Context: an optimization exercise on an open-source flow, tuned for small area, a short achievable clock period and few clock cycles per item. The choices shown serve that exercise and are no tape-out recipe.
At most, simulation tests tie the RTL to the original design; equivalence was not proved.

==> inputs of run a <==
==> flow/design.v (excerpt) <==
module anvil_bus_mac (
    input  wire        clk,
    input  wire        rst,
    input  wire        in_valid,
    output wire        in_ready,
    input  wire [39:0] in_sample,    
    input  wire [23:0] in_gain,      
    input  wire        in_last,
    output reg         out_valid,
    input  wire        out_ready,
    output reg  [39:0] out_value,    
    output reg         out_clip
);
clock: 18.0 ns
lec_check: 0
abc_area: 1
cap_margin: 20
core_margin: 2
core_utilization: 40
cts_cluster_diameter: 100
cts_cluster_size: 24
place_density: 0.6
slew_margin: 20
synth_hierarchical: 1
standard.sh (not shown) runs the stock make flow with config.mk's settings and CLKGATE_MAP_FILE= SYNTH_SCRIPT=/design/flow/synth_recipe.tcl, a recipe that flattens the netlist after the stock synthesis.
==> flow/flow/run.sh <==
#!/bin/bash
# The standard layout, except:
# - buffer_ports gives the ports sky130_fd_sc_hd__buf_2 buffers instead of
#   the delay buffers it picks by default (every port still gets a buffer);
# - repair_timing works to a setup slack margin, so that it improves the
#   paths that already meet the clock period. The clock, its period and the
#   constraints are the standard flow's.
set -euo pipefail
bash standard.sh "BUFFER_PORTS_ARGS=-buffer_cell sky130_fd_sc_hd__buf_2" "SETUP_SLACK_MARGIN=13.3" finish > standard.log 2>&1
==> run b (differences from run a) <==
--- a/flow/design.v
+++ b/flow/design.v
@@ -12,38 +12,34 @@
     output reg         out_clip
 );
     localparam [39:0] MAX40 = 40'h7F_FFFF_FFFF;
     localparam [39:0] MIN40 = 40'h80_0000_0000;
     reg en, ei, rdy;
     assign in_ready = rdy;
-    wire [24:0] gx = {in_gain, 1'b0};
-    wire [11:0] dneg, done_, dtwo;
-    genvar j;
-    generate for (j = 0; j < 12; j = j + 1) begin : g_booth
-        wire b2 = gx[2*j+2], b1 = gx[2*j+1], b0 = gx[2*j];
-        assign dneg[j]  = b2;
-        assign done_[j] = b1 ^ b0;
-        assign dtwo[j]  = (b2 & ~b1 & ~b0) | (~b2 & b1 & b0);
-    end endgenerate
     reg [39:0] s_r;
-    reg [11:0] bneg, bone, btwo;
-    reg        gnz;           
+    reg [23:0] g_r;
     reg        i_v, i_l;
     always @(posedge clk) begin
         if (ei) begin
             s_r  <= in_sample;
-            bneg <= dneg;
-            bone <= done_;
-            btwo <= dtwo;
-            gnz  <= |in_gain;
+            g_r  <= in_gain;
             i_l  <= in_last;
         end
         if (rst)      i_v <= 1'b0;
         else if (rdy) i_v <= in_valid;
     end
-    wire pneg = (s_r[39] ^ bneg[11]) & (|s_r) & gnz;
+    wire [24:0] gx = {g_r, 1'b0};
+    wire [11:0] bneg, bone, btwo;
+    genvar j;
+    generate for (j = 0; j < 12; j = j + 1) begin : g_booth
+        wire b2 = gx[2*j+2], b1 = gx[2*j+1], b0 = gx[2*j];
+        assign bneg[j] = b2;
+        assign bone[j] = b1 ^ b0;
+        assign btwo[j] = (b2 & ~b1 & ~b0) | (~b2 & b1 & b0);
+    end endgenerate
+    wire pneg = (s_r[39] ^ g_r[23]) & (|s_r) & (|g_r);
     wire [41:0] sx = {s_r[39], s_r, 1'b0};
     wire [40:0] pp0 = (({41{bone[0]}} & sx[41:1]) | ({41{btwo[0]}} & sx[40:0])) ^ {41{bneg[0]}};
     wire [40:0] pp1 = (({41{bone[1]}} & sx[41:1]) | ({41{btwo[1]}} & sx[40:0])) ^ {41{bneg[1]}};
     wire [40:0] pp2 = (({41{bone[2]}} & sx[41:1]) | ({41{btwo[2]}} & sx[40:0])) ^ {41{bneg[2]}};
     wire [40:0] pp3 = (({41{bone[3]}} & sx[41:1]) | ({41{btwo[3]}} & sx[40:0])) ^ {41{bneg[3]}};
     wire [40:0] pp4 = (({41{bone[4]}} & sx[41:1]) | ({41{btwo[4]}} & sx[40:0])) ^ {41{bneg[4]}};
==> impl_metrics.yaml <==
run_status:
  status: "timing/DRC/antenna clean"
grt:
  grt_pass1_wl_mm: 152
  antenna_found_initial: 1
place:
  dp.final_hpwl_mm: 62.3
logic_synthesis:
  synth_cells: 3033
timing:
  finalWorstSetupSlack_ps: 13180
[end of results for run b]
==> impl_metrics.yaml <==
run_status:
  status: "timing/DRC/antenna clean"
grt:
  grt_max_degree: 71
  grt_pass1_wl_mm: 144
timing:
  finalWorstSetupSlack_ps: 13230
place:
  dp.final_hpwl_mm: 63.2
logic_synthesis:
  synth_cells: 3148
[end of results for run a]
No run of this note included a check of the RTL's function; only the layout flow was run.

==> 11-23 <==
Another version of the RTL of anvil_bus_mac (not shown whole).
==> flow/config.mk <==
export PLATFORM = sky130hd
export DESIGN_NAME = anvil_bus_mac
export DESIGN_NICKNAME = anvil_bus_mac
export VERILOG_FILES = /design/flow/design.v
export SDC_FILE = /design/flow/constraint.sdc
export NUM_CORES = 4
export LEC_CHECK = 0
export ABC_AREA = 1
export CAP_MARGIN = 20
export CORE_MARGIN = 2
export CORE_UTILIZATION = 40
export PLACE_DENSITY = 0.6
export SLEW_MARGIN = 60
export SYNTH_HIERARCHICAL = 1
==> flow/constraint.sdc <==
create_clock -name core_clock -period 18.0 [get_ports {clk}]
set_input_delay 3.6000 -clock core_clock [delete_from_list [all_inputs] [get_ports {clk}]]
set_output_delay 3.6000 -clock core_clock [all_outputs]
set_load 0.01 [all_outputs]
==> flow/flow/run.sh <==
#!/bin/bash
# The standard layout, except that buffer_ports gives the ports
# sky130_fd_sc_hd__buf_2 buffers instead of the delay buffers it picks by
# default. Every port still gets its own buffer.
set -euo pipefail
bash standard.sh "BUFFER_PORTS_ARGS=-buffer_cell sky130_fd_sc_hd__buf_2" finish > standard.log 2>&1
==> 03-15: changes against 11-23 <==
--- a/flow/design.v
+++ b/flow/design.v
@@ -1034,10 +1034,11 @@
     wire take   = en & r_v;
     wire fin    = take & r_l;
     wire ov_nxt = fin | (out_valid & ~out_ready);
     wire rv_nxt = en ? m_v : r_v;
     wire rl_nxt = en ? m_l : r_l;
+    wire iv_nxt = rdy ? in_valid : i_v;
     wire mv_nxt = en ? i_v : m_v;
     wire en_nxt = ~(ov_nxt & rv_nxt & rl_nxt);
     always @(posedge clk) begin
         if (rst) begin
             acc       <= 46'd0;
@@ -1047,12 +1048,12 @@
             ei        <= 1'b1;
             rdy       <= 1'b1;
         end else begin
             out_valid <= ov_nxt;
             en        <= en_nxt;
-            ei        <= en_nxt | (~rdy & ~i_v);
-            rdy       <= en_nxt | (~rdy & ~i_v & ~mv_nxt);
+            ei        <= en_nxt | ~iv_nxt;
+            rdy       <= en_nxt | (~iv_nxt & ~mv_nxt);
             if (take) begin
                 if (r_l) begin
                     acc      <= 46'd0;
                     acc_clip <= 1'b0;
                 end else begin
==> flow/run.sh (new file) <==
#!/bin/bash
# synth_recipe.tcl (not shown) runs the flow's synth.tcl, then flattens the netlist and writes it again
# the make line also repeats each setting of config.mk as NAME=value (left out here)
make -C /OpenROAD-flow-scripts/flow DESIGN_CONFIG=/design/flow/config.mk WORK_HOME=/design/flow/orfs CLKGATE_MAP_FILE= SYNTH_SCRIPT=/design/flow/synth_recipe.tcl finish
removed: flow/flow/run.sh
removed: flow/standard.sh
==> results by group <==
Global routing
  – Initial antenna violation count: 2
  – GR Layer Usage met3: 6.30%
  – Met1 GRT Util: a little under a third

Run status
  – Status: complete, no violations

Synthesis
  – Cells taking the most area after synthesis: fa_1 (22%), edfxtp_1 (22%), xor2_1 (13%), nand2_1 (8.4%), o22ai_1 (8.2%)

Setup path
  – CP cell instances: clkdlybuf4s50_1

STA
  – Clock Skew: 0.0319 ns

Die
  – Full die area: 0.0915 mm²

Layout
  – Final non-clock buffer share: 4.01%
-- figures above: 03-15

==> results by group <==
Run status
  – Status: complete, no violations

Global routing
  – Initial antenna violation count: 0
  – GR Layer Usage met3: 5.92%
  – Met1 GRT Util: 31.9%

Layout
  – Final non-clock buffer share: 3.11%

Setup path
  – Data required time of the critical path: about 14 ns
  – CP cell instances: buf_2

Die
  – Full die area: ~0.09 mm²

Synthesis
  – Cells taking the most area after synthesis: fa_1 (22%), edfxtp_1 (22%), xor2_1 (13%), nand2_1 (8.7%), o22ai_1 (8.3%)
-- figures above: 11-23

Testbench counts of 03-15, summed over its fixed seeds: cycles 79,310, items 4,800.
Function not checked in 11-23: the RTL went through the layout flow alone.

port drivers added, routing unchanged:
Ports are ideal in the flow. The routed layouts listed here were re-timed in OpenROAD. Step 1 (the two cells are an assumption about what drives the block):
set clk [get_ports {clk}]
set_driving_cell -lib_cell sky130_fd_sc_hd__clkbuf_16 $clk
set_driving_cell -lib_cell sky130_fd_sc_hd__buf_2 [delete_from_list [all_inputs] $clk]
Step 2, shift: input delay + t, output delay - t, t = (earliest + latest rising clock arrival at the registers) / 2. This alone moves slack from input paths to output paths. a / b / c = no drivers / after step 1 / after step 2; a / b = the first two.
run	t (ns)	setup slack, ns	worst setup path after step 2	slew at the worst register clock pin (ns)
run a	0.653	13.228 / 13.160 / 12.929	input to register	0.10 / 0.10
run b	0.625	13.178 / 13.178 / 13.134	input to register	0.10 / 0.10
11-23	0.639	13.262 / 13.201 / 13.310	input to register	0.06 / 0.06
03-15	0.639	12.912 / 12.851 / 12.920	input to register	0.06 / 0.06
After both steps setup and hold are still met in every run listed. The setup slack of run a, which loses most, moves by -0.068 ns with the drivers and by -0.299 ns with both steps.
